What follows belongs to an exercise in optimizing a design on an open flow for small area, a short achievable clock period and few clock cycles; a production flow would make more cautious choices. Function not checked in this run: the RTL went through the layout flow alone.

File: design/flow/design.v
module flush_elem (
    input  wire [3:0] fmt,
    input  wire [7:0] x,
    output reg  [7:0] sv,       
    output reg  [4:0] ex,
    output reg        is_inf,
    output reg        is_nan
);
    reg       s;
    reg [3:0] m;
    always @* begin
        s      = 1'b0;
        m      = 4'd0;
        ex     = 5'd0;
        is_inf = 1'b0;
        is_nan = 1'b0;
        sv     = 8'd0;
        case (fmt)
            4'h0: sv = {{4{x[3]}}, x[3:0]};                        
            4'h1: sv = x;                                          
            4'h3: begin                                            
                s      = x[7];
                m      = {|x[6:3], x[2:0]};
                ex     = {1'b0, x[6:4], x[3] | ~|x[6:3]};
                is_nan = &x[6:0];
            end
            4'h4: begin                                            
                s      = x[7];
                m      = {1'b0, |x[6:2], x[1:0]};
                ex     = {x[6:3], x[2] | ~|x[6:2]};
                is_inf = &x[6:2] & ~|x[1:0];
                is_nan = &x[6:2] &  |x[1:0];
            end
            4'h5: begin                                            
                s  = x[5];
                m  = {|x[4:3], x[2:0]};
                ex = {3'd0, x[4], x[3] | ~|x[4:3]};
            end
            4'h6: begin                                            
                s  = x[5];
                m  = {1'b0, |x[4:2], x[1:0]};
                ex = {2'd0, x[4:3], x[2] | ~|x[4:2]};
            end
            default: ;
        endcase
        if (fmt[1] | fmt[2])
            sv = s ? (8'd0 - {4'd0, m}) : {4'd0, m};
    end
endmodule
module flush_term (
    input  wire [3:0]        fmt_a,
    input  wire [3:0]        fmt_b,
    input  wire [7:0]        a,
    input  wire [7:0]        b,
    input  wire              en,
    input  wire signed [9:0] bl,       
    input  wire [7:0]        hth,      
    output wire [15:0]       q,        
    output wire              ru,       
    output wire [5:0]        w,        
    output wire              inexact,  
    output wire              is_nan,
    output wire              is_pinf,
    output wire              is_ninf
);
    wire       ia, ib, na, nb;
    wire [7:0] sva, svb;
    wire [4:0] ea, eb;
    flush_elem dec_a (.fmt(fmt_a), .x(a), .sv(sva), .ex(ea), .is_inf(ia), .is_nan(na));
    flush_elem dec_b (.fmt(fmt_b), .x(b), .sv(svb), .ex(eb), .is_inf(ib), .is_nan(nb));
    wire za  = (sva == 8'd0);
    wire zb  = (svb == 8'd0);
    wire nan = na | nb | (ia & zb) | (ib & za);
    wire inf = ia | ib;
    wire num = en & ~nan & ~inf;
    wire sgn = sva[7] ^ svb[7];
    assign is_nan  = en & nan;
    assign is_pinf = en & ~nan & inf & ~sgn;
    assign is_ninf = en & ~nan & inf &  sgn;
    wire [7:0]  sa_g = num ? sva : 8'd0;
    wire [15:0] p;
    flush_mul8 u_mul (.a(sa_g), .b(svb), .p(p));
    wire nz = num & ~za & ~zb;
    function [2:0] tz8(input [7:0] m);
        begin
            casez (m)
                8'b???????1: tz8 = 3'd0;
                8'b??????10: tz8 = 3'd1;
                8'b?????100: tz8 = 3'd2;
                8'b????1000: tz8 = 3'd3;
                8'b???10000: tz8 = 3'd4;
                8'b??100000: tz8 = 3'd5;
                8'b?1000000: tz8 = 3'd6;
                default:     tz8 = 3'd7;
            endcase
        end
    endfunction
    wire [3:0] tz = {1'b0, tz8(sva)} + {1'b0, tz8(svb)};
    wire [5:0]        v   = {1'b0, ea} + {1'b0, eb};
    wire signed [9:0] t   = $signed({4'd0, v}) + bl;
    wire              neg = t[9];
    wire [9:0]        nt1 = ~t;                          
    wire [3:0]        rm1 = (nt1[9:4] != 6'd0) ? 4'd15 : nt1[3:0];
    wire signed [16:0] y = $signed({p[15], p}) >>> rm1;
    wire sticky = ({1'b0, tz} < {1'b0, rm1});            
    assign q  = neg ? y[16:1] : p;
    assign ru = neg & y[0] & (y[1] | sticky);
    assign w  = neg ? 6'd0 : t[5:0];
    wire [8:0] kd = {1'b0, hth} - {3'd0, t[5:0]};
    wire [3:0] k  = (hth == 8'hFF) ? 4'd15 : kd[8] ? 4'd0 : (kd[7:4] != 4'd0) ? 4'd15 : kd[3:0];
    wire [14:0] xm = p[14:0] ^ {15{p[15]}};
    reg  [3:0]  bln;
    integer j;
    always @* begin
        bln = 4'd0;
        for (j = 0; j < 15; j = j + 1)
            if (xm[j]) bln = j + 1;
    end
    wire pw = ~p[15] & (bln == tz + 4'd1);
    wire ovf = nz & ({1'b0, bln} >= {1'b0, k} + {4'd0, pw});
    assign inexact = (nz & neg & (tz <= nt1)) | ovf;
endmodule
module flush_lane (
    input  wire [15:0] q,
    input  wire [5:0]  w,
    output wire [69:0] z
);
    wire [16:0] x1 = w[0] ? {q, 1'b0}   : {q[15], q};
    wire [18:0] x2 = w[1] ? {x1, 2'b0}  : {{2{x1[16]}}, x1};
    wire [22:0] x3 = w[2] ? {x2, 4'b0}  : {{4{x2[18]}}, x2};
    wire [30:0] x4 = w[3] ? {x3, 8'b0}  : {{8{x3[22]}}, x3};
    wire [42:0] x5 = w[4] ? {x4[26:0], 16'b0} : {{12{x4[30]}}, x4};
    assign      z  = w[5] ? {x5[37:0], 32'b0} : {{27{x5[42]}}, x5};
endmodule
module flush_mul8 (
    input  wire [7:0]  a,
    input  wire [7:0]  b,
    output wire [15:0] p
);
    reg [15:0] row [0:8];
    integer i, j;
    always @* begin
        for (i = 0; i < 8; i = i + 1) begin
            row[i] = 16'd0;
            for (j = 0; j < 8; j = j + 1)
                row[i][i + j] = ((i == 7) ^ (j == 7)) ? ~(a[i] & b[j]) : (a[i] & b[j]);
        end
        row[8] = 16'h8100;
    end
    wire [15:0] s0, c0, s1, c1, s2, c2, s3, c3, s4, c4, s5, c5, s6, c6;
    flush_csa #(16) k0 (row[0], row[1], row[2], s0, c0);
    flush_csa #(16) k1 (row[3], row[4], row[5], s1, c1);
    flush_csa #(16) k2 (row[6], row[7], row[8], s2, c2);
    flush_csa #(16) k3 (s0, c0, s1, s3, c3);
    flush_csa #(16) k4 (c1, s2, c2, s4, c4);
    flush_csa #(16) k5 (s3, c3, s4, s5, c5);
    flush_csa #(16) k6 (s5, c5, c4, s6, c6);
    flush_add #(16) fin (.a(s6), .b(c6), .cin(1'b0), .s(p));
endmodule
module flush_csa #(parameter W = 16) (
    input  wire [W-1:0] x,
    input  wire [W-1:0] y,
    input  wire [W-1:0] z,
    output wire [W-1:0] s,
    output wire [W-1:0] c
);
    assign s = x ^ y ^ z;
    wire [W-1:0] m = (x & y) | (x & z) | (y & z);
    assign c = {m[W-2:0], 1'b0};
endmodule
module flush_add #(parameter W = 16) (
    input  wire [W-1:0] a,
    input  wire [W-1:0] b,
    input  wire         cin,
    output wire [W-1:0] s
);
    localparam L = $clog2(W);
    reg [W-1:0] pp, gg, pg;
    integer l, i;
    always @* begin
        pp    = a ^ b;
        gg    = a & b;
        gg[0] = gg[0] | (pp[0] & cin);
        pg    = pp;
        for (l = 0; l < L; l = l + 1)
            for (i = (2 << l) - 1; i < W; i = i + (2 << l)) begin
                gg[i] = gg[i] | (pg[i] & gg[i - (1 << l)]);
                pg[i] = pg[i] & pg[i - (1 << l)];
            end
        for (l = L - 2; l >= 0; l = l - 1)
            for (i = 3 * (1 << l) - 1; i < W; i = i + (2 << l)) begin
                gg[i] = gg[i] | (pg[i] & gg[i - (1 << l)]);
                pg[i] = pg[i] & pg[i - (1 << l)];
            end
    end
    assign s = pp ^ {gg[W-2:0], cin};
endmodule
module flush_dot4 (
    input  wire        clk,
    input  wire        rst,
    input  wire        in_valid,
    output wire        in_ready,
    input  wire        in_clear,
    input  wire        in_read,
    input  wire [7:0]  in_level,
    input  wire [3:0]  in_fmt_a,
    input  wire [3:0]  in_fmt_b,
    input  wire [3:0]  in_en,
    input  wire [31:0] in_a,
    input  wire [31:0] in_b,
    output reg         out_valid,
    output wire [95:0] out_acc,
    output wire [1:0]  out_tag,
    output wire        out_inexact
);
    localparam [1:0] NUM = 2'd0, PINF = 2'd1, NINF = 2'd2, NAN = 2'd3;
    assign in_ready = 1'b1;
    reg        r0_clear, r0_read;
    reg [3:0]  r0_en;
    reg [7:0]  r0_level;
    reg [3:0]  r0_fa, r0_fb;
    reg [31:0] r0_a, r0_b;
    wire       take = in_valid & ~rst;
    always @(posedge clk) begin
        r0_clear <= take & in_clear;
        r0_read  <= take & in_read;
        r0_en    <= {4{take}} & in_en;
        r0_level <= in_level;
        r0_fa    <= in_fmt_a;
        r0_fb    <= in_fmt_b;
        r0_a     <= in_a;
        r0_b     <= in_b;
    end
    function signed [9:0] fconst(input [3:0] f);
        case (f)
            4'h3: fconst = -10'sd10;
            4'h4: fconst = -10'sd17;
            4'h5: fconst = -10'sd4;
            4'h6: fconst = -10'sd5;
            default: fconst = 10'sd0;
        endcase
    endfunction
    wire signed [9:0] bsh = fconst(r0_fa) + fconst(r0_fb) + 10'sd48
                          - {{2{r0_level[7]}}, r0_level};
    wire        bneg = bsh[9];
    wire        bbig = ~bneg & (bsh[8:0] >= 9'd96);
    wire signed [9:0] bl = bneg ? bsh : {8'd0, bsh[1:0]};
    wire [7:0]  hth = bneg ? 8'hFF : bbig ? 8'd0 : (8'd96 - {1'b0, bsh[6:2], 2'b00});
    wire [15:0] t_q  [0:3];
    wire [5:0]  t_w  [0:3];
    wire [3:0]  t_ru, t_inx, t_nan, t_pinf, t_ninf;
    genvar i;
    generate
        for (i = 0; i < 4; i = i + 1) begin : lane
            flush_term u_term (
                .fmt_a(r0_fa), .fmt_b(r0_fb),
                .a(r0_a[8*i +: 8]), .b(r0_b[8*i +: 8]),
                .en(r0_en[i]), .bl(bl), .hth(hth),
                .q(t_q[i]), .ru(t_ru[i]), .w(t_w[i]), .inexact(t_inx[i]),
                .is_nan(t_nan[i]), .is_pinf(t_pinf[i]), .is_ninf(t_ninf[i])
            );
        end
    endgenerate
    reg [15:0] r1_q [0:3];
    reg [5:0]  r1_w [0:3];
    reg [3:0]  r1_ru;
    reg [4:0]  r1_g;             
    reg        r1_gz;            
    reg        r1_clear, r1_read, r1_inx, r1_nan, r1_pinf, r1_ninf;
    integer k;
    always @(posedge clk) begin
        for (k = 0; k < 4; k = k + 1) begin
            r1_q[k] <= t_q[k];
            r1_w[k] <= t_w[k];
        end
        r1_ru    <= t_ru;
        r1_g     <= bneg ? 5'd0 : bsh[6:2];
        r1_gz    <= bbig;
        r1_clear <= r0_clear;
        r1_read  <= r0_read;
        r1_inx   <= |t_inx;
        r1_nan   <= |t_nan;
        r1_pinf  <= |t_pinf;
        r1_ninf  <= |t_ninf;
    end
    wire [69:0] z [0:3];
    generate
        for (i = 0; i < 4; i = i + 1) begin : lane2
            flush_lane u_lane (.q(r1_q[i]), .w(r1_w[i]), .z(z[i]));
        end
    endgenerate
    wire [71:0] z0 = {{2{z[0][69]}}, z[0]};
    wire [71:0] z1 = {{2{z[1][69]}}, z[1]};
    wire [71:0] z2 = {{2{z[2][69]}}, z[2]};
    wire [71:0] z3 = {{2{z[3][69]}}, z[3]};
    wire [71:0] sa, ca, sb, cb, ssum;
    flush_csa #(72) u_csa0 (z0, z1, z2, sa, ca);
    flush_csa #(72) u_csa1 (sa, {ca[71:1], r1_ru[0]}, z3, sb, cb);
    flush_add #(72) u_add0 (.a(sb), .b({cb[71:1], r1_ru[1]}), .cin(r1_ru[2]), .s(ssum));
    reg [71:0] r2_s;
    reg [4:0]  r2_g;
    reg        r2_gz, r2_c3;
    reg        r2_clear, r2_read, r2_inx, r2_nan, r2_pinf, r2_ninf;
    always @(posedge clk) begin
        r2_s     <= ssum;
        r2_g     <= r1_g;
        r2_gz    <= r1_gz;
        r2_c3    <= r1_ru[3];
        r2_clear <= r1_clear;
        r2_read  <= r1_read;
        r2_inx   <= r1_inx;
        r2_nan   <= r1_nan;
        r2_pinf  <= r1_pinf;
        r2_ninf  <= r1_ninf;
    end
    reg [95:0] acc;
    reg [1:0]  acc_tag;
    reg        acc_inx;
    reg        rst_d1, rst_d2;
    wire       kill = rst | rst_d1 | rst_d2;
    wire [95:0] sx   = {{24{r2_s[71]}}, r2_s};
    wire [95:0] term = r2_gz ? 96'd0 : (sx << {r2_g, 2'b00});
    wire [95:0] base = r2_clear ? 96'd0 : acc;
    wire [95:0] nacc;
    flush_add #(96) u_add1 (.a(base), .b(term), .cin(r2_c3), .s(nacc));
    wire [1:0] btag = r2_clear ? NUM : acc_tag;
    wire any_nan  = (btag == NAN)  | r2_nan;
    wire any_pinf = (btag == PINF) | r2_pinf;
    wire any_ninf = (btag == NINF) | r2_ninf;
    wire [1:0] ntag = (any_nan | (any_pinf & any_ninf)) ? NAN :
                      any_pinf ? PINF : any_ninf ? NINF : NUM;
    wire ninx = (~r2_clear & acc_inx) | r2_inx;
    always @(posedge clk) begin
        rst_d1    <= rst;
        rst_d2    <= rst_d1;
        acc       <= kill ? 96'd0 : nacc;
        acc_tag   <= kill ? NUM : ntag;
        acc_inx   <= ~kill & ninx;
        out_valid <= ~kill & r2_read;
    end
    assign out_acc     = acc;
    assign out_tag     = acc_tag;
    assign out_inexact = acc_inx;
endmodule
File: design/flow/run.sh
#!/bin/bash
# synth_recipe.tcl (not shown) runs the flow's synth.tcl, then flattens the netlist and writes it again
# the make line also repeats each setting of config.mk as NAME=value (left out here)
make -C /OpenROAD-flow-scripts/flow DESIGN_CONFIG=/design/flow/config.mk WORK_HOME=/design/flow/orfs CLKGATE_MAP_FILE= SYNTH_SCRIPT=/design/flow/synth_recipe.tcl finish
File: design/flow/config.mk
export PLATFORM = sky130hd
export DESIGN_NAME = flush_dot4
export DESIGN_NICKNAME = flush_dot4
export VERILOG_FILES = /design/flow/design.v
export SDC_FILE = /design/flow/constraint.sdc
export NUM_CORES = 4
export LEC_CHECK = 0
export ABC_CLOCK_PERIOD_IN_PS = 7000
export CAP_MARGIN = 20
export CELL_PAD_IN_SITES_DETAIL_PLACEMENT = 2
export CELL_PAD_IN_SITES_GLOBAL_PLACEMENT = 4
export CORE_MARGIN = 2
export CORE_UTILIZATION = 30
export PLACE_DENSITY = 0.45
export SLEW_MARGIN = 20
File: design/flow/constraint.sdc
create_clock -name core_clock -period 30.0 [get_ports {clk}]
set_input_delay 6.0000 -clock core_clock [delete_from_list [all_inputs] [get_ports {clk}]]
set_output_delay 6.0000 -clock core_clock [all_outputs]
set_load 0.01 [all_outputs]
==> flow_summary_export.csv <==
group,metric,value,unit
grt,grt_overflow,0,
synthesis,async_reset_ff_share,0,%
cells_and_area,layout-drive-gt1-share,6.597,%
timing,finalHoldViolations,0,
grt,grt_pass1_wl,361.0,mm
die,die_area,178400,um^2
synthesis,yosysMostFrequentCell,"inv_1",
clock_network,ctsHoldBuffers,0,
clock_network,clk_latency,720,ps
synthesis,netlist_instances,6736,
worst_setup_path,critPathKind,"reg2reg",
cells_and_area,utilization,33.71,%
place,gp_congestion,0.9079,
synthesis,synth.distinct_cells,123,
clock_network,cts-resized-gates,0,
timing,final_max_slew_viol_count,0,
route,drc,0,
timing,relSlewSlack,23.98,%
synthesis,synth.yosys.seq_area_share,14.37,%
route,final_antenna_net_count,0,
route,wire_per_inst,26.95,um
die,die_x,422.4,um
route,routed_wl,245.3,mm
clock_network,clock_sinks,377,
worst_setup_path,reg2reg_setup_slack,16410,ps
synthesis,ys_warn_count,13,
worst_setup_path,r2r_cells,52,
clock_network,cts-root-buf,"clkbuf_16",
worst_setup_path,timing.rr.end,"r1_inx",
synthesis,synth_top_cell_area_share,16.12,%
die,coreArea,173800,um^2
grt,grt_max_degree,92,
worst_setup_path,crit_path_start_kind,"flip-flop",
timing,rsz0062_at_grt,"no",
synthesis,synth-seq-cells,377,
outcome,status,"timing/DRC/antenna clean",
die,placementRows,153,
worst_setup_path,critPathArrivalTime,14100,ps
timing,fin_skew,71.29,ps
clock_network,htree_levels,2,
clock_network,cts_setup_buffers,0,
synthesis,synth.cell_area,52520,um^2
worst_setup_path,crit_top_cell,"a21oi_1",
worst_setup_path,crit_fanout,27,
grt,antenna_found_initial,2,
die,initial_core_util,30.22,%
cells_and_area,layout.nets,7699,
synthesis,syn_nets,7695,
clock_network,clk_path_buf_depth,3,
worst_hold_path,hold_path.class,"reg2reg",
synthesis,ys.flop_type,"dfxtp_1",
worst_setup_path,cp.required,30510,ps
die,die_height,422.4,um
timing,hold-worst-slack,314.4,ps
route,via_per_inst,5.403,
timing,worst_slew_pin_slew,1136,ps
grt,grt_usage,26.90,%
timing,finalCritPeriodShare,45.31,%
grt,grt_pass1_vias,53295,
route,vias,49178,
die,ioPinCount,190,
worst_hold_path,whs_path_depth,0,
worst_setup_path,r2r-start,"r0_fa[1]",
worst_hold_path,hold_path_end,"r2_clear",
worst_hold_path,hp-start,"r1_clear",
cells_and_area,area_growth,11.56,%
clock_network,cts_buffers,50,
timing,tns,0,ps
worst_setup_path,critPathCaptureType,"flip-flop",
timing,finalSetupViolCount,0,
timing,fmax,73.57,MHz
synthesis,synth_edf_count,0,
timing,period_minus_slack,13590,ps
synthesis,avgSynthCellArea,7.797,um^2
worst_setup_path,path_delay_family,"compound AO/OA/AOI/OAI gates",
route,drtIter0Drc,2562,
worst_setup_path,cpPeakStageDelay,900,ps
synthesis,synth_common_cells,"717 x inv_1, 689 x nand2_1, 671 x nor2_1, 524 x a21oi_1, 447 x ha_1",
job,drv_cap,0,
worst_setup_path,cp_num_buf_inv,6,
clock_network,clk_pin_slew,70,ps
synthesis,synth_top_area_cell,"fa_1",
worst_setup_path,cpMaxStageDelayCell,"dfxtp_1",
place,dp_hpwl,206.8,mm
place,io_buffers,188,
synthesis,synth_area_leaders,"fa_1 16%, dfxtp_1 14%, ha_1 11%",
route,drtPass1Iterations,7,
clock_network,cts_tree,"built",
-- worst max path at each step --
stage | end | cells past startpoint | slack (ps) | from
2_1_floorplan | r1_inx | 53 | 19130 | r0_fb[0]
4_1_cts | r1_inx | 52 | 16280 | r0_fa[1]
3_3_place_gp | r1_inx | 52 | 16880 | r0_fa[1]
5_1_grt | r1_inx | 52 | 15290 | r0_fa[1]
3_5_place_dp | r1_inx | 52 | 16350 | r0_fa[1]
6_report | r1_inx | 52 | 16410 | r0_fa[1]
-- per-stage QoR --
step                area (um^2)  setup slack (ps)  instances
floorplan                 52520             19130       6736
global placement          56780             16880       9013
detailed placement        56780             16350       9013
CTS                       58570             16280       9101
global route              58590             15290       9101
finish                    58590             16410       9102
-- flip-flops by register name, summed over array words and instances (netlist names), 5 cells and up --
register / cells
acc: 96
r2_s: 72
r1_q: 64
r0_a: 32
r0_b: 32
r1_w: 24
r0_level: 8
r1_g: 5
r2_g: 5
-- cell usage in the layout (no fill, tap or decap), types with 100 or more instances in the layout --
| cell | count |
|---|---|
| nand2_1 | 689 |
| buf_4 | 101 |
| dfxtp_1 | 372 |
| nand2b_1 | 100 |
| nor2b_1 | 184 |
| a21oi_1 | 524 |
| inv_1 | 717 |
| nor2_1 | 671 |
| mux2i_1 | 230 |
| a21o_1 | 163 |
| ha_1 | 447 |
| fa_1 | 423 |
| o21ai_0 | 325 |
| clkdlybuf4s50_1 | 188 |
| xor2_1 | 128 |
-- cell families (layout without fill, tap and decap cells) --
logic type      after synthesis  count (layout)  synth area share [%]
flops                       377             377                 14.37
buf+inv                    1071            1111                 7.852
simple gates               2179            2179                 19.48
fa+ha+maj                   870             870                 26.77
compound gates             1694            1694                 20.86
xor+xnor                    199             199                 3.333
mux                         345             345                 7.321
other cells                   1               2              0.007140
-- routing by layer --
| layer | global-route usage (%) | vias up | wire [um] |
|---|---|---|---|
| li1 | - | 23018 | - |
| met1 | 34.32 | 25103 | 108100 |
| met2 | 47.44 | 761 | 121200 |
| met3 | 1.616 | 296 | 5831 |
| met4 | 10.15 | 0 | 10210 |
| met5 | 0 | - | 0 |
-- layout make-up --
cell class                      count  area [um^2]
Fill cell                       20099       115200
Multi-Input combinational cell   5288        40930
Sequential cell                   377         7566
Tap cell                         2325         2909
Inverter                          734         2756
Timing Repair Buffer              289         2640
Clock buffer                       59         1368
Clock inverter                     29        424.2
Antenna cell                        1        2.502

what the ideal ports hide:
The results above use ideal ports. As a check the final layout listed here was re-extracted and re-timed, cells and wires unchanged.
Step 1, drivers: a clkbuf_16 drives clk and a buf_2 each remaining input, both assumed.
Step 2 also shifts input and output timing later by t, the mid clock arrival at the registers, as if the neighbouring blocks saw the same clock.
a / b / c = ideal ports / drivers / drivers and shift; a / b = the first two.
t (ns): 0.768
setup WS [ns]: 16.408 / 16.408 / 16.408
worst slew at a driven data input, ns: 0.06
pins driven straight from the clock port: 1
After both steps this run still meets setup and hold. For this run, drivers alone change the setup slack by 0.000 ns; drivers and shift together by 0.000 ns.
